Context: an optimization exercise on an open-source flow, tuned for small area, a short achievable clock period and few clock cycles per item. The choices shown serve that exercise and are no tape-out recipe. Function was checked by simulation only, so behaviour that the tests miss may differ from the original.

--- design/flow/constraint.sdc ---
create_clock -name core_clock -period 14.0 [get_ports {clk}]
set_input_delay 2.8000 -clock core_clock [delete_from_list [all_inputs] [get_ports {clk}]]
set_output_delay 2.8000 -clock core_clock [all_outputs]
set_load 0.01 [all_outputs]
--- design/flow/design.v ---
module dx_ecc (
    input  wire        clk,
    input  wire        rst,
    input  wire        in_valid,
    output wire        in_ready,
    input  wire        in_op,
    input  wire [63:0] in_data,
    input  wire [15:0] in_check,
    output reg         out_valid,
    output reg  [63:0] out_data,
    output reg  [15:0] out_check,
    output reg  [2:0]  out_status
);
    assign in_ready = 1'b1;
    function automatic [12:0] gf_pmul(input [6:0] a, input [6:0] b);
        integer i, j;
        begin
            gf_pmul = 13'd0;
            for (i = 0; i < 7; i = i + 1)
                for (j = 0; j < 7; j = j + 1)
                    gf_pmul[i + j] = gf_pmul[i + j] ^ (a[i] & b[j]);
        end
    endfunction
    function automatic [6:0] gf_mul(input [6:0] a, input [6:0] b);
        reg [12:0] p;
        integer i;
        begin
            p = 13'd0;
            for (i = 0; i < 7; i = i + 1)
                if (b[i]) p = p ^ ({6'd0, a} << i);
            for (i = 12; i >= 7; i = i - 1)
                if (p[i]) p = p ^ (13'h89 << (i - 7));
            gf_mul = p[6:0];
        end
    endfunction
    localparam [127:0] GF_INV3_T0 = 128'h85171f397d3521e1ec0715d9c155d956;
    localparam [127:0] GF_INV3_T1 = 128'h077bca8c40edde83cfa9b8fae20590f0;
    localparam [127:0] GF_INV3_T2 = 128'hd3d8a3c4b729aac8883ed3b1ef77e000;
    localparam [127:0] GF_INV3_T3 = 128'h9d7459fd639529fbdb72e2c062284688;
    localparam [127:0] GF_INV3_T4 = 128'h76d02a17ab13d34bf22b331b534913bc;
    localparam [127:0] GF_INV3_T5 = 128'h7a55ce6bcde0f5c45424a2b9e9a25f80;
    localparam [127:0] GF_INV3_T6 = 128'h4ae285f65b8d65a17edf971ddc8880a0;
    function automatic [6:0] gf_inv3(input [6:0] x);
        begin
            gf_inv3[0] = GF_INV3_T0[x];
            gf_inv3[1] = GF_INV3_T1[x];
            gf_inv3[2] = GF_INV3_T2[x];
            gf_inv3[3] = GF_INV3_T3[x];
            gf_inv3[4] = GF_INV3_T4[x];
            gf_inv3[5] = GF_INV3_T5[x];
            gf_inv3[6] = GF_INV3_T6[x];
        end
    endfunction
    localparam [127:0] IN_SET_T0 = 128'h341efc53e5ef0f6366edbbb9ab551f7e;
    function automatic [0:0] in_set(input [6:0] x);
        begin
            in_set[0] = IN_SET_T0[x];
        end
    endfunction
    function automatic [6:0] gf_sq(input [6:0] x);
        begin
            gf_sq[0] = ^(x & 7'h01);
            gf_sq[1] = ^(x & 7'h50);
            gf_sq[2] = ^(x & 7'h02);
            gf_sq[3] = ^(x & 7'h20);
            gf_sq[4] = ^(x & 7'h54);
            gf_sq[5] = ^(x & 7'h40);
            gf_sq[6] = ^(x & 7'h28);
        end
    endfunction
    function automatic [6:0] gf_ht(input [6:0] x);
        begin
            gf_ht[0] = ^(x & 7'h00);
            gf_ht[1] = ^(x & 7'h5c);
            gf_ht[2] = ^(x & 7'h58);
            gf_ht[3] = ^(x & 7'h60);
            gf_ht[4] = ^(x & 7'h16);
            gf_ht[5] = ^(x & 7'h68);
            gf_ht[6] = ^(x & 7'h48);
        end
    endfunction
    function automatic [6:0] gf_ht13(input [12:0] x);
        begin
            gf_ht13[0] = ^(x & 13'h0000);
            gf_ht13[1] = ^(x & 13'h13dc);
            gf_ht13[2] = ^(x & 13'h11d8);
            gf_ht13[3] = ^(x & 13'h1660);
            gf_ht13[4] = ^(x & 13'h0a16);
            gf_ht13[5] = ^(x & 13'h1ae8);
            gf_ht13[6] = ^(x & 13'h08c8);
        end
    endfunction
    function automatic [6:0] pois_lin(input [6:0] x);
        begin
            pois_lin[0] = ^(x & 7'h1c);
            pois_lin[1] = ^(x & 7'h33);
            pois_lin[2] = ^(x & 7'h12);
            pois_lin[3] = ^(x & 7'h2c);
            pois_lin[4] = ^(x & 7'h3b);
            pois_lin[5] = ^(x & 7'h2b);
            pois_lin[6] = ^(x & 7'h13);
        end
    endfunction
    wire [0:0] v_0;
    reg  [0:0] v_1;
    reg  [0:0] v_2;
    wire [0:0] op_0;
    reg  [0:0] op_1;
    reg  [0:0] op_2;
    wire [63:0] d_0;
    reg  [63:0] d_1;
    reg  [63:0] d_2;
    wire [15:0] c_0;
    reg  [15:0] c_1;
    wire [6:0] s1_0;
    reg  [6:0] s1_1;
    reg  [6:0] s1_2;
    wire [6:0] s3_0;
    reg  [6:0] s3_1;
    wire [0:0] q_0;
    reg  [0:0] q_1;
    wire [0:0] p1_0;
    reg  [0:0] p1_1;
    reg  [0:0] p1_2;
    wire [0:0] s15_0;
    reg  [0:0] s15_1;
    reg  [0:0] s15_2;
    wire [14:0] cb_1;
    reg  [14:0] cb_2;
    wire [6:0] e_1;
    wire [6:0] i3_1;
    wire [6:0] z_1;
    reg  [6:0] z_2;
    wire [0:0] t0_1;
    reg  [0:0] t0_2;
    wire [0:0] ez_1;
    reg  [0:0] ez_2;
    wire [0:0] szero_1;
    reg  [0:0] szero_2;
    wire [0:0] pz_1;
    reg  [0:0] pz_2;
    wire [6:0] x1_2;
    wire [6:0] x2_2;
    wire [0:0] in1_2;
    wire [0:0] in2_2;
    wire [0:0] s1z_2;
    wire [0:0] corr_2;
    wire [0:0] keep_2;
    wire [0:0] e78_2;
    wire [2:0] st_2;
    wire [77:0] hit_2;
    wire [63:0] od_2;
    reg  [63:0] od_3;
    wire [14:0] oc_2;
    reg  [14:0] oc_3;
    wire [2:0] ost_2;
    reg  [2:0] ost_3;
    wire [0:0] ov_2;
    reg  [0:0] ov_3;
    generate if (1) begin : g_in
        assign v_0 = in_valid;
        assign op_0 = in_op;
        assign d_0 = in_data;
        assign c_0 = in_check;
    end endgenerate
    generate if (1) begin : g_S
        wire [13:0] cg = c_0[13:0] & {14{op_0}};
        wire [275:0] xt;
        assign xt[0] = d_0[10] ^ d_0[61];
        assign xt[1] = d_0[11] ^ d_0[62];
        assign xt[2] = d_0[3] ^ d_0[19];
        assign xt[3] = d_0[6] ^ d_0[58];
        assign xt[4] = d_0[9] ^ d_0[43];
        assign xt[5] = d_0[37] ^ d_0[38];
        assign xt[6] = d_0[44] ^ xt[0];
        assign xt[7] = d_0[5] ^ d_0[53];
        assign xt[8] = d_0[13] ^ d_0[42];
        assign xt[9] = d_0[16] ^ d_0[23];
        assign xt[10] = d_0[24] ^ d_0[36];
        assign xt[11] = d_0[45] ^ d_0[59];
        assign xt[12] = d_0[46] ^ d_0[60];
        assign xt[13] = d_0[1] ^ d_0[12];
        assign xt[14] = d_0[2] ^ d_0[25];
        assign xt[15] = d_0[4] ^ d_0[52];
        assign xt[16] = d_0[7] ^ d_0[41];
        assign xt[17] = d_0[14] ^ d_0[17];
        assign xt[18] = d_0[26] ^ d_0[47];
        assign xt[19] = d_0[20] ^ xt[1];
        assign xt[20] = d_0[35] ^ xt[9];
        assign xt[21] = d_0[54] ^ xt[3];
        assign xt[22] = d_0[57] ^ xt[4];
        assign xt[23] = d_0[15] ^ d_0[18];
        assign xt[24] = d_0[34] ^ d_0[39];
        assign xt[25] = d_0[48] ^ cg[9];
        assign xt[26] = d_0[55] ^ d_0[63];
        assign xt[27] = d_0[8] ^ xt[8];
        assign xt[28] = d_0[32] ^ xt[2];
        assign xt[29] = d_0[33] ^ xt[5];
        assign xt[30] = cg[7] ^ xt[10];
        assign xt[31] = cg[8] ^ xt[14];
        assign xt[32] = d_0[31] ^ xt[6];
        assign xt[33] = d_0[0] ^ d_0[22];
        assign xt[34] = d_0[21] ^ d_0[27];
        assign xt[35] = d_0[40] ^ cg[13];
        assign xt[36] = d_0[28] ^ xt[12];
        assign xt[37] = d_0[29] ^ xt[24];
        assign xt[38] = d_0[49] ^ xt[17];
        assign xt[39] = d_0[51] ^ xt[7];
        assign xt[40] = d_0[56] ^ xt[11];
        assign xt[41] = cg[10] ^ xt[18];
        assign xt[42] = xt[16] ^ xt[26];
        assign xt[43] = d_0[30] ^ xt[22];
        assign xt[44] = cg[11] ^ xt[30];
        assign xt[45] = xt[13] ^ xt[29];
        assign xt[46] = xt[15] ^ xt[21];
        assign xt[47] = xt[20] ^ xt[27];
        assign xt[48] = d_0[50] ^ xt[23];
        assign xt[49] = cg[5] ^ xt[42];
        assign xt[50] = cg[12] ^ xt[31];
        assign xt[51] = xt[19] ^ xt[25];
        assign xt[52] = cg[6] ^ xt[47];
        assign xt[53] = xt[32] ^ xt[39];
        assign xt[54] = xt[33] ^ xt[46];
        assign xt[55] = xt[41] ^ xt[51];
        assign xt[56] = cg[4] ^ xt[35];
        assign xt[57] = d_0[58] ^ xt[28];
        assign xt[58] = d_0[63] ^ xt[38];
        assign xt[59] = xt[6] ^ xt[48];
        assign xt[60] = xt[34] ^ xt[37];
        assign xt[61] = cg[3] ^ xt[44];
        assign xt[62] = xt[1] ^ xt[43];
        assign xt[63] = xt[40] ^ xt[50];
        assign xt[64] = d_0[0] ^ d_0[48];
        assign xt[65] = d_0[4] ^ d_0[28];
        assign xt[66] = d_0[9] ^ d_0[23];
        assign xt[67] = d_0[11] ^ d_0[25];
        assign xt[68] = d_0[12] ^ d_0[15];
        assign xt[69] = d_0[19] ^ cg[7];
        assign xt[70] = d_0[26] ^ d_0[59];
        assign xt[71] = d_0[32] ^ d_0[40];
        assign xt[72] = d_0[33] ^ d_0[61];
        assign xt[73] = d_0[41] ^ d_0[42];
        assign xt[74] = d_0[34] ^ xt[12];
        assign xt[75] = d_0[37] ^ xt[17];
        assign xt[76] = d_0[45] ^ xt[34];
        assign xt[77] = d_0[47] ^ xt[10];
        assign xt[78] = d_0[51] ^ xt[0];
        assign xt[79] = cg[0] ^ xt[7];
        assign xt[80] = cg[8] ^ xt[13];
        assign xt[81] = cg[9] ^ xt[67];
        assign xt[82] = cg[13] ^ xt[2];
        assign xt[83] = xt[4] ^ xt[73];
        assign xt[84] = xt[35] ^ xt[68];
        assign xt[85] = d_0[38] ^ xt[36];
        assign xt[86] = cg[1] ^ xt[36];
        assign xt[87] = cg[2] ^ xt[28];
        assign xt[88] = cg[4] ^ xt[19];
        assign xt[89] = xt[5] ^ xt[20];
        assign xt[90] = xt[11] ^ xt[79];
        assign xt[91] = xt[21] ^ xt[77];
        assign xt[92] = d_0[5] ^ xt[60];
        assign xt[93] = d_0[29] ^ xt[45];
        assign xt[94] = d_0[57] ^ xt[57];
        assign xt[95] = d_0[62] ^ xt[32];
        assign xt[96] = xt[18] ^ xt[59];
        assign xt[97] = xt[22] ^ xt[58];
        assign xt[98] = xt[43] ^ xt[49];
        assign xt[99] = xt[44] ^ xt[75];
        assign xt[100] = xt[45] ^ xt[65];
        assign xt[101] = xt[49] ^ xt[80];
        assign xt[102] = d_0[24] ^ xt[63];
        assign xt[103] = d_0[27] ^ xt[52];
        assign xt[104] = d_0[36] ^ xt[54];
        assign xt[105] = d_0[39] ^ xt[53];
        assign xt[106] = xt[38] ^ xt[54];
        assign xt[107] = xt[52] ^ xt[53];
        assign xt[108] = xt[55] ^ xt[61];
        assign xt[109] = xt[56] ^ xt[107];
        assign xt[110] = d_0[1] ^ d_0[27];
        assign xt[111] = d_0[61] ^ xt[64];
        assign xt[112] = xt[71] ^ xt[110];
        assign xt[113] = xt[36] ^ xt[42];
        assign xt[114] = xt[111] ^ xt[112];
        assign xt[115] = xt[47] ^ xt[90];
        assign xt[116] = xt[113] ^ xt[114];
        assign xt[117] = xt[62] ^ xt[99];
        assign xt[118] = xt[115] ^ xt[116];
        assign xt[119] = xt[117] ^ xt[118];
        assign xt[120] = d_0[8] ^ d_0[56];
        assign xt[121] = xt[23] ^ xt[120];
        assign xt[122] = xt[83] ^ xt[121];
        assign xt[123] = xt[50] ^ xt[58];
        assign xt[124] = xt[86] ^ xt[91];
        assign xt[125] = xt[122] ^ xt[93];
        assign xt[126] = xt[95] ^ xt[123];
        assign xt[127] = xt[124] ^ xt[125];
        assign xt[128] = xt[126] ^ xt[127];
        assign xt[129] = d_0[7] ^ d_0[16];
        assign xt[130] = cg[13] ^ xt[5];
        assign xt[131] = xt[8] ^ xt[11];
        assign xt[132] = xt[14] ^ xt[25];
        assign xt[133] = xt[26] ^ xt[129];
        assign xt[134] = xt[37] ^ xt[130];
        assign xt[135] = xt[131] ^ xt[132];
        assign xt[136] = xt[133] ^ xt[87];
        assign xt[137] = xt[134] ^ xt[135];
        assign xt[138] = xt[62] ^ xt[96];
        assign xt[139] = xt[136] ^ xt[137];
        assign xt[140] = xt[138] ^ xt[139];
        assign xt[141] = d_0[20] ^ d_0[49];
        assign xt[142] = d_0[55] ^ d_0[56];
        assign xt[143] = cg[10] ^ xt[8];
        assign xt[144] = xt[16] ^ xt[66];
        assign xt[145] = xt[70] ^ xt[141];
        assign xt[146] = xt[142] ^ xt[143];
        assign xt[147] = xt[144] ^ xt[145];
        assign xt[148] = xt[146] ^ xt[147];
        assign xt[149] = xt[61] ^ xt[94];
        assign xt[150] = xt[100] ^ xt[148];
        assign xt[151] = xt[105] ^ xt[149];
        assign xt[152] = xt[150] ^ xt[151];
        assign xt[153] = d_0[10] ^ d_0[14];
        assign xt[154] = d_0[43] ^ d_0[50];
        assign xt[155] = d_0[57] ^ d_0[60];
        assign xt[156] = cg[11] ^ xt[71];
        assign xt[157] = xt[153] ^ xt[154];
        assign xt[158] = xt[155] ^ xt[27];
        assign xt[159] = xt[29] ^ xt[156];
        assign xt[160] = xt[157] ^ xt[46];
        assign xt[161] = xt[88] ^ xt[158];
        assign xt[162] = xt[159] ^ xt[92];
        assign xt[163] = xt[160] ^ xt[161];
        assign xt[164] = xt[102] ^ xt[162];
        assign xt[165] = xt[163] ^ xt[164];
        assign xt[166] = d_0[3] ^ d_0[14];
        assign xt[167] = d_0[21] ^ d_0[22];
        assign xt[168] = d_0[35] ^ d_0[44];
        assign xt[169] = cg[12] ^ xt[3];
        assign xt[170] = xt[24] ^ xt[70];
        assign xt[171] = xt[72] ^ xt[166];
        assign xt[172] = xt[167] ^ xt[168];
        assign xt[173] = xt[39] ^ xt[81];
        assign xt[174] = xt[84] ^ xt[169];
        assign xt[175] = xt[170] ^ xt[171];
        assign xt[176] = xt[172] ^ xt[85];
        assign xt[177] = xt[173] ^ xt[174];
        assign xt[178] = xt[175] ^ xt[98];
        assign xt[179] = xt[176] ^ xt[177];
        assign xt[180] = xt[178] ^ xt[179];
        assign xt[181] = d_0[60] ^ xt[16];
        assign xt[182] = xt[37] ^ xt[40];
        assign xt[183] = xt[41] ^ xt[84];
        assign xt[184] = xt[181] ^ xt[182];
        assign xt[185] = xt[183] ^ xt[95];
        assign xt[186] = xt[184] ^ xt[103];
        assign xt[187] = xt[104] ^ xt[185];
        assign xt[188] = xt[186] ^ xt[187];
        assign xt[189] = cg[5] ^ xt[72];
        assign xt[190] = xt[28] ^ xt[30];
        assign xt[191] = xt[83] ^ xt[189];
        assign xt[192] = xt[90] ^ xt[190];
        assign xt[193] = xt[191] ^ xt[55];
        assign xt[194] = xt[192] ^ xt[106];
        assign xt[195] = xt[193] ^ xt[194];
        assign xt[196] = d_0[0] ^ d_0[17];
        assign xt[197] = xt[196] ^ xt[40];
        assign xt[198] = xt[82] ^ xt[88];
        assign xt[199] = xt[89] ^ xt[91];
        assign xt[200] = xt[197] ^ xt[101];
        assign xt[201] = xt[198] ^ xt[199];
        assign xt[202] = xt[105] ^ xt[200];
        assign xt[203] = xt[201] ^ xt[202];
        assign xt[204] = d_0[12] ^ d_0[13];
        assign xt[205] = d_0[52] ^ d_0[54];
        assign xt[206] = xt[9] ^ xt[204];
        assign xt[207] = xt[205] ^ xt[31];
        assign xt[208] = xt[82] ^ xt[206];
        assign xt[209] = xt[85] ^ xt[207];
        assign xt[210] = xt[208] ^ xt[92];
        assign xt[211] = xt[97] ^ xt[209];
        assign xt[212] = xt[108] ^ xt[210];
        assign xt[213] = xt[211] ^ xt[212];
        assign xt[214] = d_0[52] ^ cg[1];
        assign xt[215] = cg[6] ^ xt[33];
        assign xt[216] = xt[66] ^ xt[214];
        assign xt[217] = xt[74] ^ xt[76];
        assign xt[218] = xt[81] ^ xt[215];
        assign xt[219] = xt[216] ^ xt[57];
        assign xt[220] = xt[217] ^ xt[218];
        assign xt[221] = xt[96] ^ xt[99];
        assign xt[222] = xt[101] ^ xt[219];
        assign xt[223] = xt[220] ^ xt[221];
        assign xt[224] = xt[222] ^ xt[223];
        assign xt[225] = d_0[18] ^ d_0[21];
        assign xt[226] = d_0[41] ^ d_0[47];
        assign xt[227] = xt[12] ^ xt[15];
        assign xt[228] = xt[25] ^ xt[225];
        assign xt[229] = xt[226] ^ xt[31];
        assign xt[230] = xt[227] ^ xt[228];
        assign xt[231] = xt[229] ^ xt[230];
        assign xt[232] = xt[94] ^ xt[231];
        assign xt[233] = xt[232] ^ xt[109];
        assign xt[234] = d_0[2] ^ d_0[55];
        assign xt[235] = cg[3] ^ cg[12];
        assign xt[236] = xt[7] ^ xt[69];
        assign xt[237] = xt[234] ^ xt[235];
        assign xt[238] = xt[56] ^ xt[74];
        assign xt[239] = xt[236] ^ xt[237];
        assign xt[240] = xt[59] ^ xt[89];
        assign xt[241] = xt[238] ^ xt[239];
        assign xt[242] = xt[62] ^ xt[240];
        assign xt[243] = xt[241] ^ xt[104];
        assign xt[244] = xt[242] ^ xt[243];
        assign xt[245] = d_0[22] ^ d_0[46];
        assign xt[246] = d_0[53] ^ cg[2];
        assign xt[247] = xt[23] ^ xt[69];
        assign xt[248] = xt[245] ^ xt[246];
        assign xt[249] = xt[78] ^ xt[247];
        assign xt[250] = xt[248] ^ xt[249];
        assign xt[251] = xt[55] ^ xt[100];
        assign xt[252] = xt[250] ^ xt[102];
        assign xt[253] = xt[103] ^ xt[251];
        assign xt[254] = xt[252] ^ xt[253];
        assign xt[255] = d_0[2] ^ d_0[7];
        assign xt[256] = xt[2] ^ xt[3];
        assign xt[257] = xt[15] ^ xt[64];
        assign xt[258] = xt[255] ^ xt[19];
        assign xt[259] = xt[76] ^ xt[78];
        assign xt[260] = xt[256] ^ xt[257];
        assign xt[261] = xt[258] ^ xt[259];
        assign xt[262] = xt[260] ^ xt[93];
        assign xt[263] = xt[97] ^ xt[261];
        assign xt[264] = xt[262] ^ xt[263];
        assign xt[265] = cg[0] ^ c_0[14];
        assign xt[266] = xt[265] ^ xt[48];
        assign xt[267] = xt[45] ^ xt[60];
        assign xt[268] = xt[86] ^ xt[87];
        assign xt[269] = xt[266] ^ xt[63];
        assign xt[270] = xt[98] ^ xt[267];
        assign xt[271] = xt[268] ^ xt[106];
        assign xt[272] = xt[108] ^ xt[269];
        assign xt[273] = xt[270] ^ xt[109];
        assign xt[274] = xt[271] ^ xt[272];
        assign xt[275] = xt[273] ^ xt[274];
        assign s1_0[0] = xt[119];
        assign s1_0[1] = xt[128];
        assign s1_0[2] = xt[140];
        assign s1_0[3] = xt[152];
        assign s1_0[4] = xt[165];
        assign s1_0[5] = xt[180];
        assign s1_0[6] = xt[188];
        assign s3_0[0] = xt[195];
        assign s3_0[1] = xt[203];
        assign s3_0[2] = xt[213];
        assign s3_0[3] = xt[224];
        assign s3_0[4] = xt[233];
        assign s3_0[5] = xt[244];
        assign s3_0[6] = xt[254];
        assign q_0 = xt[264];
        assign p1_0 = xt[275];
        assign s15_0 = c_0[15];
    end endgenerate
    generate if (1) begin : g_cb
        wire [13:0] rd;
        wire [40:0] xr;
        assign xr[0] = s1_1[0] ^ s3_1[0];
        assign xr[1] = s1_1[1] ^ s3_1[3];
        assign xr[2] = s1_1[2] ^ s3_1[6];
        assign xr[3] = s1_1[3] ^ s1_1[5];
        assign xr[4] = xr[1] ^ xr[2];
        assign xr[5] = s1_1[4] ^ s1_1[6];
        assign xr[6] = s3_1[1] ^ s3_1[5];
        assign xr[7] = s3_1[2] ^ xr[0];
        assign xr[8] = s3_1[4] ^ xr[5];
        assign xr[9] = xr[3] ^ xr[4];
        assign xr[10] = s1_1[6] ^ xr[1];
        assign xr[11] = s3_1[2] ^ xr[6];
        assign xr[12] = s3_1[5] ^ xr[0];
        assign xr[13] = s1_1[3] ^ xr[4];
        assign xr[14] = xr[0] ^ xr[8];
        assign xr[15] = xr[6] ^ xr[9];
        assign xr[16] = s3_1[0] ^ s3_1[5];
        assign xr[17] = xr[2] ^ xr[3];
        assign xr[18] = xr[5] ^ xr[16];
        assign xr[19] = xr[17] ^ xr[18];
        assign xr[20] = s3_1[3] ^ xr[2];
        assign xr[21] = xr[11] ^ xr[20];
        assign xr[22] = s1_1[2] ^ s1_1[5];
        assign xr[23] = xr[22] ^ xr[14];
        assign xr[24] = xr[3] ^ xr[10];
        assign xr[25] = xr[3] ^ xr[12];
        assign xr[26] = s1_1[5] ^ s3_1[4];
        assign xr[27] = s3_1[5] ^ xr[26];
        assign xr[28] = xr[7] ^ xr[27];
        assign xr[29] = xr[10] ^ xr[11];
        assign xr[30] = xr[3] ^ xr[7];
        assign xr[31] = xr[8] ^ xr[30];
        assign xr[32] = xr[7] ^ xr[13];
        assign xr[33] = s1_1[4] ^ xr[12];
        assign xr[34] = xr[13] ^ xr[33];
        assign xr[35] = s1_1[4] ^ s3_1[1];
        assign xr[36] = xr[35] ^ xr[7];
        assign xr[37] = xr[9] ^ xr[36];
        assign xr[38] = xr[14] ^ xr[15];
        assign xr[39] = s3_1[2] ^ xr[8];
        assign xr[40] = xr[9] ^ xr[39];
        assign rd[0] = xr[19];
        assign rd[1] = xr[21];
        assign rd[2] = xr[23];
        assign rd[3] = xr[24];
        assign rd[4] = xr[25];
        assign rd[5] = xr[15];
        assign rd[6] = xr[28];
        assign rd[7] = xr[29];
        assign rd[8] = xr[31];
        assign rd[9] = xr[32];
        assign rd[10] = xr[34];
        assign rd[11] = xr[37];
        assign rd[12] = xr[38];
        assign rd[13] = xr[40];
        assign cb_1 = op_1 ? c_1[14:0] : {q_1, rd};
    end endgenerate
    generate if (1) begin : g_E
        assign e_1 = gf_mul(s1_1, gf_sq(s1_1)) ^ s3_1;
        assign i3_1 = gf_inv3(s1_1);
    end endgenerate
    generate if (1) begin : g_K
        wire [12:0] kp = gf_pmul(s3_1, i3_1);
        assign z_1 = gf_ht13(kp);
        assign t0_1 = ^(kp & 13'h0881);
        assign ez_1 = (e_1 == 7'd0);
        assign szero_1 = (s1_1 == 7'd0) && (e_1 == 7'd0);
        wire [6:0] ts1 = s1_1 ^ 7'h40;
        wire tz = (ts1 == 7'd0) && (e_1 == 7'h12);
        wire ts = in_set(ts1) && (e_1 == (pois_lin(s1_1) ^ 7'h12));
        wire [1:0] tp = {s15_1, p1_1} ^ 2'd2;
        assign pz_1 = (tz && (tp != 2'd3)) || (ts && (tp == 2'd1));
    end endgenerate
    generate if (1) begin : g_X
        assign x1_2 = gf_mul(s1_2, z_2);
        assign x2_2 = x1_2 ^ s1_2;
        assign in1_2 = in_set(x1_2);
        assign in2_2 = in_set(x2_2);
        assign s1z_2 = (s1_2 == 7'd0);
    end endgenerate
    generate if (1) begin : g_st
        wire ok1 = !s1z_2 && ez_2 && in2_2;
        wire ok2 = !s1z_2 && !ez_2 && t0_2 && in1_2 && in2_2;
        wire one = (ok1 && p1_2 && !s15_2) || (szero_2 && (p1_2 ^ s15_2));
        wire two = (ok2 && !p1_2 && !s15_2) || (ok1 && (p1_2 == s15_2)) || (szero_2 && p1_2 && s15_2);
        wire clean = szero_2 && !p1_2 && !s15_2;
        assign st_2 = !op_2 || clean ? 3'd0 : one ? 3'd1 : two ? 3'd2 : pz_2 ? 3'd3 : 3'd4;
        assign corr_2 = op_2 && (one || two);
        assign keep_2 = !op_2 || clean || one || two;
        assign e78_2 = p1_2 ^ (ez_2 && !szero_2);
    end endgenerate
    generate if (1) begin : g_hit
        assign hit_2[0] = (x1_2 == 7'h01) || (x2_2 == 7'h01);
        assign hit_2[1] = (x1_2 == 7'h02) || (x2_2 == 7'h02);
        assign hit_2[2] = (x1_2 == 7'h04) || (x2_2 == 7'h04);
        assign hit_2[3] = (x1_2 == 7'h08) || (x2_2 == 7'h08);
        assign hit_2[4] = (x1_2 == 7'h10) || (x2_2 == 7'h10);
        assign hit_2[5] = (x1_2 == 7'h20) || (x2_2 == 7'h20);
        assign hit_2[6] = (x1_2 == 7'h40) || (x2_2 == 7'h40);
        assign hit_2[7] = (x1_2 == 7'h09) || (x2_2 == 7'h09);
        assign hit_2[8] = (x1_2 == 7'h12) || (x2_2 == 7'h12);
        assign hit_2[9] = (x1_2 == 7'h24) || (x2_2 == 7'h24);
        assign hit_2[10] = (x1_2 == 7'h48) || (x2_2 == 7'h48);
        assign hit_2[11] = (x1_2 == 7'h19) || (x2_2 == 7'h19);
        assign hit_2[12] = (x1_2 == 7'h32) || (x2_2 == 7'h32);
        assign hit_2[13] = (x1_2 == 7'h64) || (x2_2 == 7'h64);
        assign hit_2[14] = (x1_2 == 7'h41) || (x2_2 == 7'h41);
        assign hit_2[15] = (x1_2 == 7'h0b) || (x2_2 == 7'h0b);
        assign hit_2[16] = (x1_2 == 7'h16) || (x2_2 == 7'h16);
        assign hit_2[17] = (x1_2 == 7'h2c) || (x2_2 == 7'h2c);
        assign hit_2[18] = (x1_2 == 7'h58) || (x2_2 == 7'h58);
        assign hit_2[19] = (x1_2 == 7'h39) || (x2_2 == 7'h39);
        assign hit_2[20] = (x1_2 == 7'h72) || (x2_2 == 7'h72);
        assign hit_2[21] = (x1_2 == 7'h6d) || (x2_2 == 7'h6d);
        assign hit_2[22] = (x1_2 == 7'h53) || (x2_2 == 7'h53);
        assign hit_2[23] = (x1_2 == 7'h2f) || (x2_2 == 7'h2f);
        assign hit_2[24] = (x1_2 == 7'h5e) || (x2_2 == 7'h5e);
        assign hit_2[25] = (x1_2 == 7'h35) || (x2_2 == 7'h35);
        assign hit_2[26] = (x1_2 == 7'h6a) || (x2_2 == 7'h6a);
        assign hit_2[27] = (x1_2 == 7'h5d) || (x2_2 == 7'h5d);
        assign hit_2[28] = (x1_2 == 7'h33) || (x2_2 == 7'h33);
        assign hit_2[29] = (x1_2 == 7'h66) || (x2_2 == 7'h66);
        assign hit_2[30] = (x1_2 == 7'h45) || (x2_2 == 7'h45);
        assign hit_2[31] = (x1_2 == 7'h03) || (x2_2 == 7'h03);
        assign hit_2[32] = (x1_2 == 7'h06) || (x2_2 == 7'h06);
        assign hit_2[33] = (x1_2 == 7'h0c) || (x2_2 == 7'h0c);
        assign hit_2[34] = (x1_2 == 7'h18) || (x2_2 == 7'h18);
        assign hit_2[35] = (x1_2 == 7'h30) || (x2_2 == 7'h30);
        assign hit_2[36] = (x1_2 == 7'h60) || (x2_2 == 7'h60);
        assign hit_2[37] = (x1_2 == 7'h49) || (x2_2 == 7'h49);
        assign hit_2[38] = (x1_2 == 7'h1b) || (x2_2 == 7'h1b);
        assign hit_2[39] = (x1_2 == 7'h36) || (x2_2 == 7'h36);
        assign hit_2[40] = (x1_2 == 7'h6c) || (x2_2 == 7'h6c);
        assign hit_2[41] = (x1_2 == 7'h51) || (x2_2 == 7'h51);
        assign hit_2[42] = (x1_2 == 7'h2b) || (x2_2 == 7'h2b);
        assign hit_2[43] = (x1_2 == 7'h56) || (x2_2 == 7'h56);
        assign hit_2[44] = (x1_2 == 7'h25) || (x2_2 == 7'h25);
        assign hit_2[45] = (x1_2 == 7'h4a) || (x2_2 == 7'h4a);
        assign hit_2[46] = (x1_2 == 7'h1d) || (x2_2 == 7'h1d);
        assign hit_2[47] = (x1_2 == 7'h3a) || (x2_2 == 7'h3a);
        assign hit_2[48] = (x1_2 == 7'h74) || (x2_2 == 7'h74);
        assign hit_2[49] = (x1_2 == 7'h61) || (x2_2 == 7'h61);
        assign hit_2[50] = (x1_2 == 7'h4b) || (x2_2 == 7'h4b);
        assign hit_2[51] = (x1_2 == 7'h1f) || (x2_2 == 7'h1f);
        assign hit_2[52] = (x1_2 == 7'h3e) || (x2_2 == 7'h3e);
        assign hit_2[53] = (x1_2 == 7'h7c) || (x2_2 == 7'h7c);
        assign hit_2[54] = (x1_2 == 7'h71) || (x2_2 == 7'h71);
        assign hit_2[55] = (x1_2 == 7'h6b) || (x2_2 == 7'h6b);
        assign hit_2[56] = (x1_2 == 7'h5f) || (x2_2 == 7'h5f);
        assign hit_2[57] = (x1_2 == 7'h37) || (x2_2 == 7'h37);
        assign hit_2[58] = (x1_2 == 7'h6e) || (x2_2 == 7'h6e);
        assign hit_2[59] = (x1_2 == 7'h55) || (x2_2 == 7'h55);
        assign hit_2[60] = (x1_2 == 7'h23) || (x2_2 == 7'h23);
        assign hit_2[61] = (x1_2 == 7'h46) || (x2_2 == 7'h46);
        assign hit_2[62] = (x1_2 == 7'h05) || (x2_2 == 7'h05);
        assign hit_2[63] = (x1_2 == 7'h0a) || (x2_2 == 7'h0a);
        assign hit_2[64] = (x1_2 == 7'h14) || (x2_2 == 7'h14);
        assign hit_2[65] = (x1_2 == 7'h28) || (x2_2 == 7'h28);
        assign hit_2[66] = (x1_2 == 7'h50) || (x2_2 == 7'h50);
        assign hit_2[67] = (x1_2 == 7'h29) || (x2_2 == 7'h29);
        assign hit_2[68] = (x1_2 == 7'h52) || (x2_2 == 7'h52);
        assign hit_2[69] = (x1_2 == 7'h2d) || (x2_2 == 7'h2d);
        assign hit_2[70] = (x1_2 == 7'h5a) || (x2_2 == 7'h5a);
        assign hit_2[71] = (x1_2 == 7'h3d) || (x2_2 == 7'h3d);
        assign hit_2[72] = (x1_2 == 7'h7a) || (x2_2 == 7'h7a);
        assign hit_2[73] = (x1_2 == 7'h7d) || (x2_2 == 7'h7d);
        assign hit_2[74] = (x1_2 == 7'h73) || (x2_2 == 7'h73);
        assign hit_2[75] = (x1_2 == 7'h6f) || (x2_2 == 7'h6f);
        assign hit_2[76] = (x1_2 == 7'h57) || (x2_2 == 7'h57);
        assign hit_2[77] = (x1_2 == 7'h27) || (x2_2 == 7'h27);
    end endgenerate
    generate if (1) begin : g_out
        assign od_2 = {64{keep_2}} & (d_2 ^ ({64{corr_2}} & hit_2[77:14]));
        assign oc_2 = {15{keep_2}} & (cb_2 ^ ({15{corr_2}} & {e78_2, hit_2[13:0]}));
        assign ost_2 = st_2;
        assign ov_2 = v_2;
    end endgenerate
    always @(posedge clk) begin
        v_1 <= rst ? 1'b0 : v_0;
        v_2 <= rst ? 1'b0 : v_1;
        op_1 <= op_0;
        op_2 <= op_1;
        d_1 <= d_0;
        d_2 <= d_1;
        c_1 <= c_0;
        s1_1 <= s1_0;
        s1_2 <= s1_1;
        s3_1 <= s3_0;
        q_1 <= q_0;
        p1_1 <= p1_0;
        p1_2 <= p1_1;
        s15_1 <= s15_0;
        s15_2 <= s15_1;
        cb_2 <= cb_1;
        z_2 <= z_1;
        t0_2 <= t0_1;
        ez_2 <= ez_1;
        szero_2 <= szero_1;
        pz_2 <= pz_1;
        od_3 <= od_2;
        oc_3 <= oc_2;
        ost_3 <= ost_2;
        ov_3 <= rst ? 1'b0 : ov_2;
    end
    always @* begin
        out_valid  = ov_3;
        out_data   = od_3;
        out_check  = {1'b0, oc_3};
        out_status = ost_3;
    end
endmodule
--- design/flow/config.mk ---
export PLATFORM = sky130hd
export DESIGN_NAME = dx_ecc
export DESIGN_NICKNAME = dx_ecc
export VERILOG_FILES = /design/flow/design.v
export SDC_FILE = /design/flow/constraint.sdc
export NUM_CORES = 4
export LEC_CHECK = 0
export CAP_MARGIN = 20
export CORE_MARGIN = 2
export CORE_UTILIZATION = 60
export CTS_BUF_LIST = sky130_fd_sc_hd__clkbuf_4 sky130_fd_sc_hd__clkbuf_8
export CTS_CLUSTER_DIAMETER = 80
export CTS_CLUSTER_SIZE = 16
export SLEW_MARGIN = 20
--- design/flow/flow/run.sh ---
#!/bin/bash
# Own flow: the standard layout (standard synthesis unchanged), with
#  - port buffers of sky130_fd_sc_hd__buf_2 instead of the automatically chosen cell;
set -euo pipefail
bash standard.sh \
  "SETUP_SLACK_MARGIN=${FLOW_SETUP_MARGIN:-9.5}" \
  "BUFFER_PORTS_ARGS=-buffer_cell sky130_fd_sc_hd__buf_2" \
  finish > standard_make.log 2>&1
--- design/flow/standard.sh ---
#!/bin/bash
# synth_recipe.tcl (not shown) runs the flow's synth.tcl, then flattens the netlist and writes it again
# the make line also repeats each setting of config.mk as NAME=value (left out here)
make -C /OpenROAD-flow-scripts/flow DESIGN_CONFIG=/design/flow/config.mk WORK_HOME=/design/flow/orfs CLKGATE_MAP_FILE= SYNTH_SCRIPT=/design/flow/synth_recipe.tcl "${@:-finish}"
==> impl_metrics.yaml, run 1 <==
yosys:
  ys.flop_type: "dfxtp_1"
  synth_top_area_share: 0.347
  syn_area_per_cell_um2: 8.86
  ys_ff_latch: 281
  synth_top_area_cell: "dfxtp_1"
  synth_edf_count: 0
  synth_async_sr_flop_share: 0
  yosysUniqueCellTypes: 74
  synth_seq_area_share: 0.347
  synth_area_leaders: "dfxtp_1 35%, xnor2_1 19%, nand2_1 6.6%"
  synth_nets: 1942
  ys.warnings.count: 1
  synth_area_um2: 16200
  synthCells: 1831
cts:
  cts.sinks: 281
  holdBufCountCts: 0
  clkLatencyLatePin_ns: 0.58
  cts_made_buffers: 24
  ctsRootBufferMaster: "clkbuf_8"
  cts_tree: "built"
  clk_pin_slew_ns: 0.10
  htreeDepth: 1
  clockBufferDepth: 3
placed_design:
  dpl_cell_area_um2: 17100
  gp_congestion: 1.03
  port_buffers: 166
  dpl.hpwl_um: 38000
drt:
  viasPerCell: 6.02
  first_pass_iters: 6
  routed-via-count: 13808
  ant_nets: 0
  drt_iter0_drc: 1907
  avgRoutedWirePerCell_um: 22.2
  routed_wl_um: 50900
  drc: 0
timing:
  setup_viol: 0
  finalSetupTns_ns: 0
  timing.hold.ws_ns: 0.299
  timing.final.crit_share: 0.314
  drv_slew: 0
  period_needed_ns: 4.40
  fin_skew_ns: 0.0565
  finalHoldViolCount: 0
  slew_headroom: 0.340
  max_clock_freq_mhz: 227
  worst_slew_pin_slew_ns: 0.986
  rsz0062_at_grt: "false"
global_routing:
  grt_use_total: 0.348
  grt_pass1_vias: 12880
  grt-ovfl-total: 0
  grt_pass1_wl_um: 76100
  grt_max_degree: 90
  antenna_found_initial: 2
critical_path:
  crit_path_end_kind: "flop"
  cp_max_fo: 3
  critPathArrivalTime_ns: 4.84
  critPathKind: "in -> reg"
  startpoint_type: "primary input"
  critPathRequiredTime_ns: 14.44
floorplan:
  rows: 60
  core_um2: 26700
  io_pins: 169
  start_util: 0.607
  die_area_um2: 28400
  die_h_um: 168
  die_w_um: 168
finish:
  multi_input_area_um2: 10300
  final_cell_mix: "354 x xnor2_1, 283 x nand2_1, 265 x dfxtp_1"
  n_antenna_cell: 0
  layout.nets: 2057
  fillers: 2250
  final_area_um2: 18000
  area_delta_synth_final_pct: 11.1
  drive_gt1_frac: 0.156
  register_area_um2: 5660
  final_common_cell: "xnor2_1"
status:
  status: "finished clean"
hold_path:
  hp-class: "reg -> reg"
run:
  cap_viol_max_count: 0
==> cell usage after synthesis, types with 17 or more instances <==
cell,count
buf_2,19
dfxtp_1,281
nand3_1,21
xor2_1,100
o21ai_0,58
o22ai_1,80
nor2b_1,23
xnor2_1,361
a31oi_1,31
a21oi_1,43
nor3_1,17
nor2_1,79
clkbuf_1,66
nand2b_1,70
nand2_1,284
mux2i_1,66
inv_1,17
ha_1,27
==> area by class of cell <==
cell class / instances / share of cell area
Clock inverter: 6 / 0.00527
Clock buffer: 25 / 0.0191
Inverter: 21 / 0.00479
Sequential cell: 281 / 0.314
Multi-Input combinational cell: 1424 / 0.572
Tap cell: 341 / 0.0237
Timing Repair Buffer: 194 / 0.0618
==> routing by layer <==
layer,global-route usage,up-vias,wire (µm),part of all wire
met1,0.495,6451,21700,0.43
met2,0.534,859,22000,0.43
met3,0.0671,136,5360,0.11
li1,-,6360,-,-
met4,0.114,2,1840,0.036
met5,0,-,11,0.00022
==> final timing paths <==
check | slack [ns] | startpoint | depth (start not counted) | end
worst min-delay path | 0.30 | d_1[52] | 0 | d_2[52]
worst max-delay path | 9.60 | in_data[16] | 8 | s3_1[1]
worst max register to register | 9.60 | z_2[6] | 14 | od_3[0]
worst min register to register | 0.30 | d_1[52] | 0 | d_2[52]
==> flip-flops by register name (all words and copies together) (netlist names), 3 cells and up <==
signal / cells
c_1: 15
cb_2: 15
d_1: 64
d_2: 64
oc_3: 15
od_3: 64
ost_3: 3
s1_1: 7
s1_2: 7
s3_1: 7
z_2: 6
==> cell families after synthesis <==
family,share of synthesized area
DFF,0.347
xor gates and xnor gates,0.277
and+or+nand+nor,0.147
buffers and inverters,0.0325
adders and majority gates,0.0208
muxes,0.0532
other,0.000463
AOI/OAI and AO/OA,0.123
==> timing repair <==
item / CTS / global route
buffers inserted: 7 / 7
gates resized for setup: 41 / 28
endpoints found under the setup margin: 88 / 91
gates cloned: 3 / 0
pin swaps: 6 / 7
==> through the flow <==
| step | instances | setup WS, ns | utilization |
|---|---|---|---|
| after floorplan | 1831 | 9.60 | - |
| after global placement | 2244 | 8.32 | 0.641 |
| after detailed placement | 2244 | 8.18 | 0.641 |
| after CTS | 2285 | 9.51 | 0.668 |
| after global routing | 2292 | 9.44 | 0.675 |
| final | 2292 | 9.60 | 0.675 |
==> worst max-delay path, stage by stage <==
cell and delay [ns]:
buf_2 0.13, xor2_1 0.17, xnor2_1 0.61, xnor2_1 0.20
xor2_1 0.37, xnor2_1 0.13, xnor2_1 0.25, xnor2_1 0.18
Testbench counts, summed over its fixed seeds: cycles 12,024, items 12,000.
==> inputs of run 2 (changes only) <==
--- a/design/flow/design.v
+++ b/design/flow/design.v
@@ -114,7 +114,6 @@
     reg  [15:0] c_1;
     wire [6:0] s1_0;
     reg  [6:0] s1_1;
-    reg  [6:0] s1_2;
     wire [6:0] s3_0;
     reg  [6:0] s3_1;
     wire [0:0] q_0;
@@ -131,6 +130,8 @@
     wire [6:0] i3_1;
     wire [6:0] z_1;
     reg  [6:0] z_2;
+    wire [6:0] s1g_1;
+    reg  [6:0] s1g_2;
     wire [0:0] t0_1;
     reg  [0:0] t0_2;
     wire [0:0] ez_1;
@@ -144,7 +145,6 @@
     wire [0:0] in1_2;
     wire [0:0] in2_2;
     wire [0:0] s1z_2;
-    wire [0:0] corr_2;
     wire [0:0] keep_2;
     wire [0:0] e78_2;
     wire [2:0] st_2;
@@ -525,6 +525,7 @@
         assign i3_1 = gf_inv3(s1_1);
     end endgenerate
     generate if (1) begin : g_K
+        assign s1g_1 = s1_1 & {7{op_1}};
         wire [12:0] kp = gf_pmul(s3_1, i3_1);
         assign z_1 = gf_ht13(kp);
         assign t0_1 = ^(kp & 13'h0881);
@@ -537,11 +538,11 @@
         assign pz_1 = (tz && (tp != 2'd3)) || (ts && (tp == 2'd1));
     end endgenerate
     generate if (1) begin : g_X
-        assign x1_2 = gf_mul(s1_2, z_2);
-        assign x2_2 = x1_2 ^ s1_2;
+        assign x1_2 = gf_mul(s1g_2, z_2);
+        assign x2_2 = x1_2 ^ s1g_2;
         assign in1_2 = in_set(x1_2);
         assign in2_2 = in_set(x2_2);
-        assign s1z_2 = (s1_2 == 7'd0);
+        assign s1z_2 = (s1g_2 == 7'd0);
     end endgenerate
     generate if (1) begin : g_st
         wire ok1 = !s1z_2 && ez_2 && in2_2;
@@ -550,9 +551,8 @@
         wire two = (ok2 && !p1_2 && !s15_2) || (ok1 && (p1_2 == s15_2)) || (szero_2 && p1_2 && s15_2);
         wire clean = szero_2 && !p1_2 && !s15_2;
         assign st_2 = !op_2 || clean ? 3'd0 : one ? 3'd1 : two ? 3'd2 : pz_2 ? 3'd3 : 3'd4;
-        assign corr_2 = op_2 && (one || two);
         assign keep_2 = !op_2 || clean || one || two;
-        assign e78_2 = p1_2 ^ (ez_2 && !szero_2);
+        assign e78_2 = op_2 && (p1_2 ^ (ez_2 && !szero_2));
     end endgenerate
     generate if (1) begin : g_hit
         assign hit_2[0] = (x1_2 == 7'h01) || (x2_2 == 7'h01);
@@ -635,8 +635,8 @@
         assign hit_2[77] = (x1_2 == 7'h27) || (x2_2 == 7'h27);
     end endgenerate
     generate if (1) begin : g_out
-        assign od_2 = {64{keep_2}} & (d_2 ^ ({64{corr_2}} & hit_2[77:14]));
-        assign oc_2 = {15{keep_2}} & (cb_2 ^ ({15{corr_2}} & {e78_2, hit_2[13:0]}));
+        assign od_2 = {64{keep_2}} & (d_2 ^ hit_2[77:14]);
+        assign oc_2 = {15{keep_2}} & (cb_2 ^ {e78_2, hit_2[13:0]});
         assign ost_2 = st_2;
         assign ov_2 = v_2;
     end endgenerate
@@ -649,7 +649,6 @@
         d_2 <= d_1;
         c_1 <= c_0;
         s1_1 <= s1_0;
-        s1_2 <= s1_1;
         s3_1 <= s3_0;
         q_1 <= q_0;
         p1_1 <= p1_0;
@@ -658,6 +657,7 @@
         s15_2 <= s15_1;
         cb_2 <= cb_1;
         z_2 <= z_1;
+        s1g_2 <= s1g_1;
         t0_2 <= t0_1;
         ez_2 <= ez_1;
         szero_2 <= szero_1;
==> run 2 against run 1 <==
Net effect: still clean on timing, DRC and antenna; final cell count decreased by 5.1%; non-clock buffer count decreased by 17; core utilization decreased by 0.89 points; flip-flop and latch count unchanged; clock-buffer cell count decreased by 1; clock skew decreased by 0.029 ns; critical path type unchanged.
==> impl_metrics.yaml, run 2 <==
timing:
  fin_skew_ns: 0.0279
  rsz0062_at_grt: "false"
  max_clock_freq_mhz: 229
  setup_viol: 0
  period_needed_ns: 4.38
  finalSetupTns_ns: 0
  drv_slew: 0
  slew_headroom: 0.256
  timing.final.crit_share: 0.313
  worst_slew_pin_slew_ns: 1.11
  finalHoldViolCount: 0
drt:
  viasPerCell: 5.95
  ant_nets: 0
  routed_wl_um: 49500
  avgRoutedWirePerCell_um: 22.8
  first_pass_iters: 16
  routed-via-count: 12952
  drt_iter0_drc: 1667
  drc: 0
cts:
  clockBufferDepth: 3
  cts.sinks: 281
  clkLatencyLatePin_ns: 0.56
  cts_made_buffers: 22
  cts_tree: "built"
  holdBufCountCts: 0
  clk_pin_slew_ns: 0.10
  htreeDepth: 1
  ctsRootBufferMaster: "clkbuf_8"
critical_path:
  r2r-start: "s1_1[1]"
  startpoint_type: "primary input"
  worstSetupStartpoint: "in_data[61]"
  cp_max_fo: 4
  crit_path_end_kind: "flop"
  critPathArrivalTime_ns: 4.87
  worstReg2RegEnd: "z_2[1]"
  worstSetupEndpoint: "p1_1"
  critPathKind: "in -> reg"
  r2r_slack_ns: 9.66
  critPathRequiredTime_ns: 14.50
  rr_worst_depth: 14
floorplan:
  core_um2: 26100
  io_pins: 169
  die_area_um2: 28000
  die_w_um: 167
  rows: 59
  die_h_um: 167
  start_util: 0.613
run:
  cap_viol_max_count: 0
finish:
  fillers: 2180
  layout.nets: 1948
  reg_top3: "d_1: 64 flops, d_2: 64 flops, od_3: 64 flops"
  final_area_um2: 17400
  n_antenna_cell: 0
  drive_gt1_frac: 0.155
  area_delta_synth_final_pct: 8.57
  final_common_cell: "xnor2_1"
  final_cell_mix: "410 x xnor2_1, 277 x dfxtp_1, 201 x nand2_1"
yosys:
  synth_top_area_share: 0.351
  synth_area_um2: 16000
  syn_area_per_cell_um2: 9.31
  synth_async_sr_flop_share: 0
  synth_top_area_cell: "dfxtp_1"
  synth_area_leaders: "dfxtp_1 35%, xnor2_1 23%, xor2_1 5.5%"
  synthSimpleGateAreaFrac: 0.131
  synth_nets: 1833
  ys.warnings.count: 1
  synth_compound_area_frac: 0.119
  synth_seq_area_share: 0.351
  yosysMostFrequentCell: "xnor2_1"
  muxShareOfSynthArea: 0.0229
  synth_edf_count: 0
  synthTopCellsByCount: "412 x xnor2_1, 281 x dfxtp_1, 201 x nand2_1"
  synthCells: 1721
  yosysUniqueCellTypes: 92
  ys.flop_type: "dfxtp_1"
  synthAdderAreaFrac: 0.0219
  synth_top_family_by_area: "XOR/XNOR gates"
  synth_xor_area_frac: 0.320
  ys_ff_latch: 281
placed_design:
  dpl_cell_area_um2: 16900
  dpl.hpwl_um: 37900
  port_buffers: 166
  gp_congestion: 1.02
global_routing:
  grt-ovfl-total: 0
  antenna_found_initial: 2
  grt_max_degree: 87
  grt_pass1_vias: 12215
  grt_pass1_wl_um: 73700
  grt_use_total: 0.342
hold_path:
  hp-class: "reg -> reg"
status:
  status: "finished clean"
## run 2: cell types whose count changed after synthesis, moves of 33 or more
cell | before | now
nand2_1 | 284 | 201
nand2b_1 | 70 | 15
nor2_1 | 79 | 112
xnor2_1 | 361 | 412
mux2i_1 | 66 | 12
clkbuf_1 | 66 | 29
## run 2: worst min-delay path by stage
stage                        from       to  slack (ns)  cells past startpoint
after floorplan            d_1[0]   d_2[0]        0.31                      0
after global placement    d_1[31]  d_2[31]        0.31                      0
final                      d_1[3]   d_2[3]        0.32                      0
after CTS                  d_1[3]   d_2[3]        0.32                      0
after global routing       d_1[0]   d_2[0]        0.33                      0
after detailed placement   d_1[3]   d_2[3]        0.31                      0
## run 2: per-layer routing
metal,vias to the layer above,share of wire,GRT usage
met5,-,0,0
met4,0,0.028,0.0926
met3,101,0.10,0.0624
met2,767,0.44,0.531
met1,6110,0.43,0.491
li1,5974,-,-
## run 2: stage by stage
stage | hold WS, ns | worst slack (ns) | instances | utilization
3_3_place_gp | 0.311 | 9.07 | 2145 | 0.646
4_1_cts | 0.321 | 9.50 | 2173 | 0.662
3_5_place_dp | 0.312 | 9.08 | 2145 | 0.646
6_report | 0.321 | 9.62 | 2175 | 0.666
2_1_floorplan | 0.310 | 9.53 | 1721 | -
5_1_grt | 0.335 | 9.47 | 2175 | 0.666
## run 2: worst max-delay path, cell delays in order
cell and delay, ns:
buf_2 0.15, xor2_1 0.35, xnor2_1 0.28, xor2_1 0.40, xnor2_1 0.16, xnor2_1 0.16, xnor2_1 0.26, xnor2_1 0.17
xnor2_1 0.14
## run 2: timing repair
item	in CTS	in global routing
gates cloned	0	0
resized for setup	7	22
endpoints found under the setup margin	81	86
pin swaps	0	2
setup buffers	0	2
## run 2: logic make-up after synthesis
| kind of cell | Yosys count |
|---|---|
| flops | 281 |
| mux | 30 |
| simple gates | 450 |
| other cells | 2 |
| buf+inv | 107 |
| compound gates | 279 |
| fa+ha+maj | 28 |
| xor+xnor | 544 |
## run 2: layout make-up
class                           count  area [µm²]  share of cell area
Clock buffer                       24         330              0.0190
Clock inverter                      4        33.8             0.00194
Inverter                           21        78.8             0.00453
Multi-Input combinational cell   1333        9960               0.572
Sequential cell                   281        5630               0.324
Tap cell                          335         419              0.0241
Timing Repair Buffer              177         948              0.0545
Testbench counts of run 2, summed over its fixed seeds: cycles 12,024, items 12,000.
==> inputs of run 3 (changes only) <==
--- a/design/flow/config.mk
+++ b/design/flow/config.mk
@@ -7,7 +7,7 @@
 export LEC_CHECK = 0
 export CAP_MARGIN = 20
 export CORE_MARGIN = 2
-export CORE_UTILIZATION = 60
+export CORE_UTILIZATION = 68
 export CTS_BUF_LIST = sky130_fd_sc_hd__clkbuf_4 sky130_fd_sc_hd__clkbuf_8
 export CTS_CLUSTER_DIAMETER = 80
 export CTS_CLUSTER_SIZE = 16
==> run 3 against run 2 <==
Net effect: hold slack gained 0.010 ns; via count grew 2.7%; routed wire length shrank 1.7%; flip-flop and latch count is the same; non-clock buffer count grew 2; core utilization grew 7.9 points; first-iteration DRC count grew 9.2%; final cell count shrank 0.60%; register-to-register slack lost 0.18 ns; die area shrank 11%; synthesized cell count is the same.
==> impl_metrics.yaml, run 3 <==
yosys:
  ys.flop_type: "dfxtp_1"
  syn_area_per_cell_um2: 9.31
  synth_top_area_share: 0.351
  synth_area_leaders: "dfxtp_1 35%, xnor2_1 23%, xor2_1 5.5%"
  synth_top_area_cell: "dfxtp_1"
  synthTopCellsByCount: "412 x xnor2_1, 281 x dfxtp_1, 201 x nand2_1"
  synth_seq_area_share: 0.351
  synth_area_um2: 16000
  synth_edf_count: 0
  yosysMostFrequentCell: "xnor2_1"
  synth_async_sr_flop_share: 0
  ys_ff_latch: 281
  yosysUniqueCellTypes: 92
  ys.warnings.count: 1
  synth_nets: 1833
  synthCells: 1721
hold_path:
  hp-class: "reg -> reg"
  hold_end: "d_2[32]"
  holdCritStartpoint: "d_1[32]"
  hold_depth: 0
floorplan:
  rows: 56
  die_area_um2: 24800
  core_um2: 23300
  start_util: 0.687
  die_w_um: 158
  die_h_um: 158
  io_pins: 169
critical_path:
  cp_max_fo: 28
  crit_path_end_kind: "flop"
  critPathKind: "reg -> reg"
  critPathArrivalTime_ns: 4.95
  critPathRequiredTime_ns: 14.43
  r2r_slack_ns: 9.48
  r2r-start: "s1_1[0]"
  rr_worst_depth: 14
  worstReg2RegEnd: "z_2[1]"
  startpoint_type: "flop"
global_routing:
  grt_use_total: 0.383
  grt_pass1_wl_um: 72400
  grt-ovfl-total: 0
  antenna_found_initial: 4
  grtUsageMet3: 0.0812
  grt_pass1_vias: 12320
  grt_max_degree: 89
  grt-busiest-layer: "met2"
  grt_util_met2: 0.590
  grtUsageMet1: 0.536
drt:
  viasPerCell: 6.15
  first_pass_iters: 6
  drt_iter0_drc: 1820
  drc: 0
  ant_nets: 0
  routed_wl_um: 48700
  avgRoutedWirePerCell_um: 22.5
  routed-via-count: 13303
finish:
  final_cell_mix: "411 x xnor2_1, 276 x dfxtp_1, 201 x nand2_1"
  fillers: 1663
  register_area_um2: 5630
  area_delta_synth_final_pct: 8.40
  final_area_um2: 17400
  drive_gt1_frac: 0.157
  multi_input_area_um2: 9960
  layout.nets: 1951
  final_common_cell: "xnor2_1"
  fin_util: 0.745
  instances_no_fill: 2162
  reg_top3: "d_1: 64 flops, d_2: 64 flops, od_3: 64 flops"
run:
  cap_viol_max_count: 0
placed_design:
  dpl.hpwl_um: 36900
  dpl_cell_area_um2: 16900
  port_buffers: 166
  gp_congestion: 1.03
  placed_cells: 2129
cts:
  clkLatencyLatePin_ns: 0.56
  ctsRootBufferMaster: "clkbuf_8"
  cts.sinks: 281
  holdBufCountCts: 0
  clk_pin_slew_ns: 0.09
  cts_tree: "built"
  cts_made_buffers: 22
  htreeDepth: 1
  clockBufferDepth: 3
timing:
  max_clock_freq_mhz: 221
  setup_viol: 0
  finalSetupTns_ns: 0
  fin_skew_ns: 0.0367
  slew_headroom: 0.314
  period_needed_ns: 4.52
  timing.final.crit_share: 0.323
  rsz0062_at_grt: "true"
  finalHoldViolCount: 0
  drv_slew: 0
  worst_slew_pin_slew_ns: 1.03
status:
  status: "finished clean"
-- run 3: cell types whose count changed in the layout (fill, tap and decap cells not counted), moves of 2 or more --
cell      change
buf_4         +4
ha_1          +3
clkbuf_8      -2
ha_2          -2
xnor2_2       -2
-- run 3: final cells by class --
cell class	count	area share
clock buffers	23	0.0179
repair buffers	179	0.0548
inverters	21	0.00475
well taps	319	0.0230
flip-flops and latches	281	0.324
diodes	1	0.000144
clock inverters	4	0.00202
multi-input cells	1333	0.573
repair inverters	1	0.000288
-- run 3: timing repair --
action,CTS,global route
buffers inserted,0,4
cloned,1,0
setup endpoints to repair,83,86
resized for setup,9,17
-- run 3: stage by stage --
| step | hold slack (ns) | setup slack (ns) |
|---|---|---|
| after global placement | 0.310 | 9.02 |
| after CTS | 0.331 | 9.44 |
| after global routing | 0.340 | 9.36 |
| after floorplan | 0.310 | 9.53 |
| final | 0.331 | 9.48 |
| after detailed placement | 0.312 | 9.09 |
-- run 3: critical path, stage by stage (launching register included) --
cell and delay (ns):
dfxtp_1 0.32, buf_4 0.33, inv_1 0.19, ha_2 0.38
mux2_2 0.34, o211a_1 0.21, a311oi_1 0.56, o22ai_2 0.28
nand2_1 0.14, xor3_1 0.21, xnor3_2 0.43, xnor2_1 0.20
xnor2_1 0.17, xnor3_1 0.48, xnor2_1 0.14
-- run 3: how the worst max path moves through the flow --
| stage | slack (ns) | end | depth (start not counted) | startpoint |
|---|---|---|---|---|
| 4_1_cts | 9.44 | z_2[1] | 13 | s1_1[1] |
| 2_1_floorplan | 9.53 | p1_1 | 8 | in_data[61] |
| 3_3_place_gp | 9.02 | z_2[1] | 14 | s1_1[1] |
| 3_5_place_dp | 9.09 | p1_1 | 9 | in_data[62] |
| 5_1_grt | 9.36 | z_2[1] | 14 | s1_1[0] |
| 6_report | 9.48 | z_2[1] | 14 | s1_1[0] |
-- run 3: kinds of logic after synthesis --
logic type | share of synthesized area
AO/OA/AOI/OAI | 0.119
XOR/XNOR | 0.320
adder cells (fa/ha/maj) | 0.0219
buffers and inverters | 0.0338
flip-flops | 0.351
multiplexers | 0.0229
other | 0.000468
AND/OR/NAND/NOR | 0.131
-- run 3: layer usage --
layer / routed length [µm] / up-vias
li1: - / 5986
met1: 19100 / 6132
met2: 21600 / 987
met3: 5990 / 194
met4: 1970 / 4
met5: 25 / -
==> inputs of run 4 (changes only) <==
==> design/flow/flow/run.sh (replaced) <==
#!/bin/bash
# Own flow: the standard layout (standard synthesis unchanged), with
#  - port buffers of sky130_fd_sc_hd__buf_2 instead of the automatically chosen cell;
set -euo pipefail
bash standard.sh \
  "SETUP_SLACK_MARGIN=${FLOW_SETUP_MARGIN:-9.3}" \
  "BUFFER_PORTS_ARGS=-buffer_cell sky130_fd_sc_hd__buf_2" \
  finish > standard_make.log 2>&1
--- a/design/flow/config.mk
+++ b/design/flow/config.mk
@@ -7,7 +7,7 @@
 export LEC_CHECK = 0
 export CAP_MARGIN = 20
 export CORE_MARGIN = 2
-export CORE_UTILIZATION = 68
+export CORE_UTILIZATION = 60
 export CTS_BUF_LIST = sky130_fd_sc_hd__clkbuf_4 sky130_fd_sc_hd__clkbuf_8
 export CTS_CLUSTER_DIAMETER = 80
 export CTS_CLUSTER_SIZE = 16
==> run 4 against run 3 <==
Net effect: first-iteration DRC count shrank 3.8%; critical path depth is the same; die area grew 13%; non-clock buffer count shrank 4; register-to-register slack lost 0.14 ns; sequential share of layout area grew 0.12 points; synthesized cell count is the same.
==> impl_metrics.yaml, run 4 <==
status:
  status: "finished clean"
critical_path:
  worstPathBufferInverterCount: 2
  critPathArrivalTime_ns: 5.09
  cp_max_fo: 36
  critPathKind: "reg -> reg"
  cp_top_family: "XOR/XNOR gates"
  r2r_slack_ns: 9.34
  cp_common_cell: "xnor2_1"
  slowest_delay_ns: 0.59
  critPathRequiredTime_ns: 14.43
  crit_chain: "buf_4, inv_1, ha_2, or3b_2, o211ai_1, o311a_1, o32ai_4, nand2_1, xor3_1, xnor3_2, xnor2_1, xnor2_1, xnor3_1, xnor2_1"
  crit_path_end_kind: "flop"
  startpoint_type: "flop"
  slowest_stage: "ha_2"
floorplan:
  rows: 59
  start_util: 0.613
  die_area_um2: 28000
  die_h_um: 167
  core_um2: 26100
  io_pins: 169
  die_w_um: 167
yosys:
  synthCells: 1721
  ys.warnings.count: 1
  yosysMostFrequentCell: "xnor2_1"
  synth_nets: 1833
  synth_top_area_share: 0.351
  syn_area_per_cell_um2: 9.31
  synth_top_area_cell: "dfxtp_1"
  synth_seq_area_share: 0.351
  synth_edf_count: 0
  ys_ff_latch: 281
  ys.flop_type: "dfxtp_1"
  synth_area_um2: 16000
  synth_async_sr_flop_share: 0
  synthTopCellsByCount: "412 x xnor2_1, 281 x dfxtp_1, 201 x nand2_1"
  yosysUniqueCellTypes: 92
  synth_area_leaders: "dfxtp_1 35%, xnor2_1 23%, xor2_1 5.5%"
finish:
  layout.nets: 1946
  reg_top3: "d_1: 64 flops, d_2: 64 flops, od_3: 64 flops"
  drive_gt1_frac: 0.150
  n_antenna_cell: 0
  final_cell_mix: "411 x xnor2_1, 277 x dfxtp_1, 201 x nand2_1"
  final_common_cell: "xnor2_1"
  fillers: 2193
  instances_no_fill: 2173
  area_delta_synth_final_pct: 7.97
timing:
  setup_viol: 0
  period_needed_ns: 4.66
  worst_slew_pin_slew_ns: 1.14
  fin_skew_ns: 0.0306
  finalHoldViolCount: 0
  drv_slew: 0
  finalSetupTns_ns: 0
  slew_headroom: 0.242
  max_clock_freq_mhz: 215
  timing.final.crit_share: 0.333
  timing.hold.ws_ns: 0.319
  rsz0062_at_grt: "true"
cts:
  holdBufCountCts: 0
  cts.sinks: 281
  clkLatencyLatePin_ns: 0.56
  cts_tree: "built"
  ctsRootBufferMaster: "clkbuf_8"
  htreeDepth: 1
  clk_pin_slew_ns: 0.11
  post_cts_buffers: 0
  clockBufferDepth: 3
  cts_resized: 2
  cts_made_buffers: 22
placed_design:
  dpl.hpwl_um: 37900
  gp_congestion: 1.02
  placed_cells: 2145
  port_buffers: 166
run:
  cap_viol_max_count: 0
drt:
  first_pass_iters: 16
  drc: 0
  routed-via-count: 12892
  avgRoutedWirePerCell_um: 22.8
  viasPerCell: 5.93
  drt_iter0_drc: 1750
  ant_nets: 0
  routed_wl_um: 49500
global_routing:
  grt_max_degree: 87
  antenna_found_initial: 2
  grt_pass1_vias: 12204
  grt-ovfl-total: 0
  grt_use_total: 0.342
  grt_pass1_wl_um: 73700
hold_path:
  hp-class: "reg -> reg"
-- run 4: cell counts after synthesis --
No cell type changed its count.
-- run 4: per-layer routing --
metal / GRT usage / up-vias / wire length [µm]
li1: - / 5964 / -
met1: 0.490 / 6086 / 21600
met2: 0.533 / 746 / 21800
met3: 0.0629 / 96 / 4880
met4: 0.0907 / 0 / 1270
met5: 0 / - / 0
-- run 4: layout make-up --
class	count	area, µm²	share of cell area
repair buffers	175	915	0.0528
clock inverters	4	33.8	0.00195
clock buffers	24	330	0.0191
flip-flops and latches	281	5630	0.325
well taps	335	419	0.0242
inverters	21	78.8	0.00455
multi-input cells	1333	9900	0.572
-- run 4: through the flow --
| step | area [µm²] | util | worst slack, ns |
|---|---|---|---|
| floorplan | 16000 | - | 9.53 |
| global placement | 16900 | 0.646 | 9.07 |
| detailed placement | 16900 | 0.646 | 9.08 |
| CTS | 17300 | 0.661 | 9.33 |
| global route | 17300 | 0.662 | 9.18 |
| finish | 17300 | 0.662 | 9.34 |
-- run 4: final timing paths --
| path | start | to | cells after the start |
|---|---|---|---|
| max | s1_1[1] | z_2[1] | 14 |
| min | d_1[3] | d_2[3] | 0 |
| max reg2reg | s1_1[1] | z_2[1] | 14 |
| min reg2reg | d_1[3] | d_2[3] | 0 |
-- run 4: logic make-up (layout without fill, tap and decap cells) --
logic type | Yosys count | after routing | share of synthesized area
multiplexers | 30 | 30 | 0.0229
XOR/XNOR | 544 | 544 | 0.320
AND/OR/NAND/NOR | 450 | 450 | 0.131
AO/OA/AOI/OAI | 279 | 279 | 0.119
flip-flops | 281 | 281 | 0.351
buffers and inverters | 107 | 224 | 0.0338
other | 2 | 2 | 0.000468
adder cells (fa/ha/maj) | 28 | 28 | 0.0219

## separate check: timing with driven ports
The results above use ideal ports. As a check the final layouts listed here were re-extracted and re-timed, cells and wires unchanged.
Step 1 sets driving cells, clkbuf_16 on the clock port and buf_2 on the other inputs (assumed; they add their load-dependent delay and slew).
Step 2 adds t to the input delays and takes it off the output delays; t is the mean of the earliest and latest rising clock arrival at the registers after step 1. Input paths then give back, and output paths get back, about the clock's delay inside the block.
Three values: ideal, step 1, step 2; two values: the first two.
run	shift t [ns]	setup WS [ns]	pins driven straight from the clock port
run 1	0.600	9.600 / 9.601 / 9.027	1
run 2	0.603	9.624 / 9.647 / 9.044	1
run 3	0.600	9.483 / 9.483 / 9.036	1
run 4	0.601	9.339 / 9.339 / 9.054	1
After both steps every run listed still meets setup and hold. For run 2, which loses most, drivers alone change the setup slack by +0.023 ns; drivers and shift together by -0.580 ns.
